This design comes from an exercise in tuning for small area and a short achievable clock period on the open sky130 flow, not from production work. Only the layout flow was run in this run; the RTL was not checked for function there. Power is estimated from default activity; no workload was simulated.

**flow/config.mk**
```make
export PLATFORM = sky130hd
export DESIGN_NAME = ec_rmw
export DESIGN_NICKNAME = ec_rmw
export VERILOG_FILES = /design/flow/design.v
export SDC_FILE = /design/flow/constraint.sdc
export NUM_CORES = 4
export LEC_CHECK = 0
export CAP_MARGIN = 20
export CORE_AREA = 5 5 425 425
export DIE_AREA = 0 0 430 430
export SLEW_MARGIN = 20
```
**flow/constraint.sdc**
```tcl
create_clock -name core_clock -period 12.0 [get_ports {clk}]
set_input_delay 2.4000 -clock core_clock [delete_from_list [all_inputs] [get_ports {clk}]]
set_output_delay 2.4000 -clock core_clock [all_outputs]
set_load 0.01 [all_outputs]
```
**flow/design.v**
```verilog
module ec_encode (
    input  wire [255:0] data,
    output reg  [31:0]  check
);
    integer j, k;
    always @* begin
        for (j = 0; j < 16; j = j + 1) begin
            check[j]      = 1'b0;
            check[16 + j] = 1'b0;
            for (k = 0; k < 16; k = k + 1) begin
                check[j]      = check[j] ^ data[16 * j + k] ^ data[16 * ((j + 15) % 16) + k];
                check[16 + j] = check[16 + j] ^ data[16 * k + j];
            end
        end
    end
endmodule
module ec_classify (
    input  wire [255:0] sdata,      
    input  wire [31:0]  scheck,     
    output wire [31:0]  synd,       
    output reg  [2:0]   cls,        
    output reg  [255:0] flip        
);
    localparam CL_CLEAN  = 3'd0;
    localparam CL_CHECK  = 3'd1;
    localparam CL_DATA   = 3'd2;
    localparam CL_POISON = 3'd3;
    localparam CL_UE     = 3'd4;
    wire [31:0] calc;
    ec_encode u_enc (.data(sdata), .check(calc));
    assign synd = scheck ^ calc;
    wire [15:0] sr = synd[15:0];
    wire [15:0] sc = synd[31:16];
    reg [4:0]  sc_weight;
    reg [5:0]  all_weight;
    reg [15:0] row_hit;       
    integer i, r, c;
    always @* begin
        sc_weight  = 5'd0;
        all_weight = 6'd0;
        for (i = 0; i < 16; i = i + 1) begin
            sc_weight  = sc_weight + {4'd0, sc[i]};
            all_weight = all_weight + {5'd0, sc[i]} + {5'd0, sr[i]};
        end
        for (r = 0; r < 16; r = r + 1)
            row_hit[r] = (sr == ((16'd1 << r) | (16'd1 << ((r + 1) % 16))));
        if (synd == 32'd0)
            cls = CL_CLEAN;
        else if (sc_weight >= 5'd12)
            cls = CL_POISON;
        else if (all_weight == 6'd1)
            cls = CL_CHECK;
        else if (sc_weight == 5'd1 && row_hit != 16'd0)
            cls = CL_DATA;
        else
            cls = CL_UE;
        for (r = 0; r < 16; r = r + 1)
            for (c = 0; c < 16; c = c + 1)
                flip[16 * r + c] = (cls == CL_DATA) && row_hit[r] && sc[c];
    end
endmodule
module ec_rmw (
    input  wire         clk,
    input  wire         rst_n,
    input  wire         in_valid,
    input  wire [1:0]   in_op,        
    input  wire [31:0]  in_mask,      
    input  wire [255:0] in_wdata,     
    input  wire [31:0]  in_wpoison,   
    input  wire [255:0] in_sdata,     
    input  wire [31:0]  in_scheck,    
    output reg          out_valid,
    output reg  [2:0]   out_class,
    output reg  [31:0]  out_synd,
    output reg  [255:0] out_rdata,
    output reg          out_poison,
    output reg          out_wb,
    output reg  [255:0] out_wdata,
    output reg  [31:0]  out_wcheck,
    output reg          out_ev_ce,
    output reg          out_ev_ue,
    output reg          out_ev_pw
);
    localparam OP_READ  = 2'd0;
    localparam OP_WRITE = 2'd1;
    localparam OP_SCRUB = 2'd2;
    localparam CL_CLEAN  = 3'd0;
    localparam CL_CHECK  = 3'd1;
    localparam CL_DATA   = 3'd2;
    localparam CL_POISON = 3'd3;
    localparam CL_UE     = 3'd4;
    reg         q_valid;
    reg [1:0]   q_op;
    reg [31:0]  q_mask;
    reg [255:0] q_wdata;
    reg [31:0]  q_wpoison;
    reg [255:0] q_sdata;
    reg [31:0]  q_scheck;
    always @(posedge clk) begin
        if (!rst_n)
            q_valid <= 1'b0;
        else
            q_valid <= in_valid;
        q_op      <= in_op;
        q_mask    <= in_mask;
        q_wdata   <= in_wdata;
        q_wpoison <= in_wpoison;
        q_sdata   <= in_sdata;
        q_scheck  <= in_scheck;
    end
    wire [31:0]  synd;
    wire [2:0]   cls;
    wire [255:0] flip;
    ec_classify u_cls (.sdata(q_sdata), .scheck(q_scheck), .synd(synd), .cls(cls), .flip(flip));
    wire corrected = (cls == CL_CHECK) || (cls == CL_DATA);
    wire bad       = (cls == CL_POISON) || (cls == CL_UE);
    wire full      = (q_mask == 32'hFFFF_FFFF);
    wire [255:0] rdata = q_sdata ^ flip;
    reg [255:0] merged;
    integer b;
    always @* begin
        for (b = 0; b < 32; b = b + 1)
            merged[8 * b +: 8] = q_mask[b] ? q_wdata[8 * b +: 8] : rdata[8 * b +: 8];
    end
    wire wr_poison = (|(q_wpoison & q_mask)) || (!full && bad);
    reg [255:0] wb_data;
    reg         wb_poison;
    reg         wb;
    reg         poison;
    reg         ev_ce, ev_ue, ev_pw;
    always @* begin
        wb_data   = rdata;
        wb_poison = 1'b0;
        wb        = 1'b0;
        poison    = bad;
        ev_ce     = corrected;
        ev_ue     = (cls == CL_UE);
        ev_pw     = 1'b0;
        case (q_op)
            OP_WRITE: begin
                wb        = 1'b1;
                wb_data   = merged;
                wb_poison = wr_poison;
                poison    = wr_poison;
                ev_ce     = corrected && !full;
                ev_ue     = (cls == CL_UE) && !full;
                ev_pw     = wr_poison;
            end
            OP_SCRUB: begin
                wb        = corrected || (cls == CL_UE);
                wb_poison = (cls == CL_UE);
                ev_pw     = (cls == CL_UE);
            end
            default: ;
        endcase
    end
    wire [31:0] wb_calc;
    ec_encode u_wenc (.data(wb_data), .check(wb_calc));
    always @(posedge clk) begin
        if (!rst_n)
            out_valid <= 1'b0;
        else
            out_valid <= q_valid;
        out_class  <= cls;
        out_synd   <= synd;
        out_rdata  <= rdata;
        out_poison <= poison;
        out_wb     <= wb;
        out_wdata  <= wb_data;
        out_wcheck <= wb_calc ^ {wb_poison ? 16'hFFFF : 16'h0000, 16'h0000};
        out_ev_ce  <= ev_ce;
        out_ev_ue  <= ev_ue;
        out_ev_pw  <= ev_pw;
    end
endmodule
```
**flow/run.sh**
```bash
#!/bin/bash
# synth_recipe.tcl (not shown) runs the flow's synth.tcl, then flattens the netlist and writes it again
# the make line also repeats each setting of config.mk as NAME=value (left out here)
make -C /OpenROAD-flow-scripts/flow DESIGN_CONFIG=/design/flow/config.mk WORK_HOME=/design/flow/orfs CLKGATE_MAP_FILE= SYNTH_SCRIPT=/design/flow/synth_recipe.tcl finish
```
==> run_results.csv <==
group,metric,value,unit
synth,mappedNetlistArea,43890,sq um
timing,fin_setup_tns,0,ps
floorplanning,chipWidth,430,um
placement,hpwl,243600,um
routing,vias,33070,
synth,synthesis.nets,4319,
clock_network,clock_sinks,1196,
cells_and_area,fill_cells,17410,
critical_path,end_kind,"flop",
global_route,grt.overflow.total,0,
pwr,p_switching,13.06,mW
cells_and_area,seq_area,23940,sq um
routing,via_per_inst,4.396,
critical_path,critPathTopFamily,"XOR/XNOR gates",
critical_path,start_kind,"flop",
timing,final_hold_viol_count,0,
timing,min_period,11570,ps
critical_path,path_buf_inv,3,
floorplanning,initial_core_util,24.98,%
synth,syn_inst,3656,
routing,firstDrtPassIters,5,
timing,timing.max_slew.rel_slack,25.41,%
global_route,grt_pass1_vias,34500,
critical_path,crit_path_max_incr_delay,730,ps
pwr,clock_power_share,18.2,%
synth,ys.flop_type,"dfxtp_1",
global_route,antenna_found_initial,77,
clock_network,cts_hold_buffers,0,
timing,final-max-slew-violation-count,0,
timing,hold_ws,444.3,ps
cells_and_area,final_area,64490,sq um
cells_and_area,drive_above_1_share,9.300,%
cells_and_area,nNetsFinal,5695,
synth,synth-seq-cells,1196,
floorplanning,core-area,175700,sq um
synth,async_flop_share,0,%
placement,pre_cts_slack,443.8,ps
clock_network,htree_levels,4,
routing,drtIter0Drc,2535,
cells_and_area,synthToLayoutAreaGrowth,46.94,%
routing,remaining_drc_errors,0,
routing,wire_per_inst,37.71,um
timing,setup_ws,434.6,ps
timing,fmax,86.46,MHz
synth,synth.avg_cell_area,12.01,sq um
critical_path,critPathSlowestCell,"nand2_1",
clock_network,postCtsSetupBuffers,0,
clock_network,clkLatencyLatePin,810,ps
timing,final-setup-viol-count,0,
floorplanning,dieArea,184900,sq um
synth,yosys_warnings,3,
pwr,power_frac_seq,18.1,%
synth,synth-edff-count,0,
critical_path,critPathMaxFanout,16,
timing,rsz0062_at_grt,"false",
placement,gp_congestion,0.9131,
pwr,p_leak,26.18,nW
critical_path,cp.required,12710,ps
synth,ys_types,79,
floorplanning,chipHeight,430,um
floorplanning,ios,1198,
clock_network,post_cts_resized,0,
run_status,status,"timing/DRC/antenna clean",
critical_path,crit_type,"reg2reg",
global_route,grtUsageTotal,29.55,%
global_route,grt_first_pass_wirelength,357000,um
clock_network,root_buffer,"clkbuf_16",
pwr,p_comb_share,63.7,%
cells_and_area,multi_input_area,18930,sq um
clock_network,clkSlewWorstSetupHoldPaths,60,ps
cells_and_area,post-route-util,36.70,%
flow_run,drv_cap,0,
pwr,powerDensity,398.3,nW/um^2
placement,dpl_cell_area,59410,sq um
pwr,switching_share,50.84,%
clock_network,clk_path_buf_depth,3,
placement,numPortBuffers,1197,
clock_network,cts_tree,"yes",
timing,finClkSkew,34.18,ps
pwr,internal_power,12.63,mW
synth,ys_seq_area_share,54.55,%
clock_network,cts_inserted_buffers,141,
critical_path,rrSetupSlack,430,ps
floorplanning,num_rows,154,
timing,tightest_slew,1088,ps
routing,drt-total-wl,283800,um
critical_path,cp.arrival,12280,ps
timing,min_period_over_period,96.38,%
min_path,hold_class,"reg2reg",
pwr,ir_worst_vdd,0.8146,mV
global_route,grt_max_degree,36,
routing,antenna_left,0,
-- stage by stage --
| stage | total power, mW | std cells |
|---|---|---|
| final | 25.69 | 7524 |
| after global routing | 26.98 | 7510 |
| after CTS | 26.27 | 7480 |
| after detailed placement | 21.53 | 7229 |
| after global placement | 21.54 | 7227 |
| after floorplan | 13.66 | 3656 |
-- final cells by class --
type / instances / area share [%]
Sequential cell: 1196 / 37.12
Multi-Input combinational cell: 2172 / 29.35
Timing Repair Buffer: 1307 / 19.87
Clock buffer: 178 / 6.097
Tap cell: 2340 / 4.540
Clock inverter: 73 / 1.606
Inverter: 214 / 1.245
Antenna cell: 44 / 0.1707
-- metal layers --
| metal | wire length, um | global-route usage (%) | vias up |
|---|---|---|---|
| li1 | - | - | 14630 |
| met1 | 113900 | 34.79 | 16700 |
| met2 | 143400 | 52.47 | 1350 |
| met3 | 14090 | 5.638 | 388 |
| met4 | 12320 | 12.30 | 8 |
| met5 | 48 | 0 | - |
-- worst register-to-register path: cells and delay by family (launching register included) --
family                   cells  cell delay (ps)
AO/OA/AOI/OAI                1              570
XOR/XNOR                    11             4140
adder cells (fa/ha/maj)      8             3730
buffers and inverters        3              190
flip-flops                   1              400
AND/OR/NAND/NOR              5             2460
-- sequential cells by signal, summed over array words and instances, names as in the netlist --
| name | cells |
|---|---|
| out_wb | 1 |
| out_wcheck | 32 |
| q_op | 2 |
| out_class | 3 |
| q_mask | 32 |
| out_rdata | 256 |
| q_sdata | 256 |
| out_valid | 1 |
| out_ev_ue | 1 |
| q_valid | 1 |
| out_wdata | 256 |
| out_poison | 1 |
| out_ev_ce | 1 |
| q_wdata | 256 |
| q_scheck | 32 |
| out_synd | 32 |
| q_wpoison | 32 |
| out_ev_pw | 1 |
-- worst paths after layout --
check                             startpoint             to  cells after the start
worst max-delay path            q_sdata[253]  out_wcheck[3]                     28
worst min-delay path                 q_valid      out_valid                      1
worst max register to register  q_sdata[253]  out_wcheck[3]                     28
worst min register to register       q_valid      out_valid                      1
-- power by group through the flow --
stage | sequential, mW | combinational, mW | clock (mW)
floorplan | 4.74 | 8.93 | 0
global placement | 4.74 | 16.8 | 0
detailed placement | 4.74 | 16.8 | 0
CTS | 4.66 | 16.9 | 4.74
global route | 4.68 | 17.4 | 4.90
finish | 4.66 | 16.4 | 4.66
-- Yosys cell counts (all sizes together), types with 8 or more instances --
cell	n	area, sq um
a21oi	11	55.05
a22oi	18	153.9
a31oi	32	337.8
and2	18	112.6
and3	9	61.31
buf	21	121.4
clkbuf	53	198.9
dfxtp	1196	23940
fa	33	660.6
ha	17	212.7
inv	214	803.3
mux2	61	686.9
mux2i	168	1685
nand2	103	386.6
nand3	69	362.8
nand4	47	312.8
nor2	98	367.9
nor3	87	440.4
nor4	13	81.33
o211ai	8	60.06
o21ai	38	193.9
or2	10	62.56
or3	47	319.1
or4	8	75.07
xnor2	884	7780
xnor3	69	1557
xor2	263	2303
-- cells in the final DEF (no fill, tap or decap), types with 97 or more instances in the layout --
cell type | Yosys | layout
clkdlybuf4s50_1 | 0 | 1197
nand2_1 | 103 | 102
nor2_1 | 98 | 97
mux2i_1 | 167 | 160
xnor2_1 | 879 | 876
clkbuf_16 | 0 | 145
inv_1 | 213 | 213
dfxtp_1 | 1196 | 1196
xor2_1 | 263 | 263
buf_4 | 5 | 108
-- cells by family (layout without fill, tap and decap cells) --
family,Yosys count,in the layout,share of synthesized area [%]
xor+xnor,1219,1219,26.68
flops,1196,1196,54.55
simple gates,528,528,6.229
buf+inv,288,1772,2.560
mux,229,229,5.405
compound gates,146,146,2.583
fa+ha+maj,50,50,1.990
other cells,0,44,0

[re-timing with driven ports]
In the flow no input, the clock included, has a driving cell. The finished layout below was timed again as built, in two steps. Step 1 assumes that a clkbuf_16 drives the clock port and a buf_2 every other input. Step 2, shift: input delay + t, output delay - t, t = (earliest + latest rising clock arrival at the registers) / 2. This alone moves slack from input paths to output paths. a / b / c = ideal / step 1 / step 2; a / b = the first two.
t (ns): 0.882
setup slack, ns: 0.435 / 0.435 / 0.435
pins driven straight from the clock port: 1
After both steps setup and hold are still met in this run. The setup slack of this run moves by 0.000 ns with the drivers and by 0.000 ns with both steps.
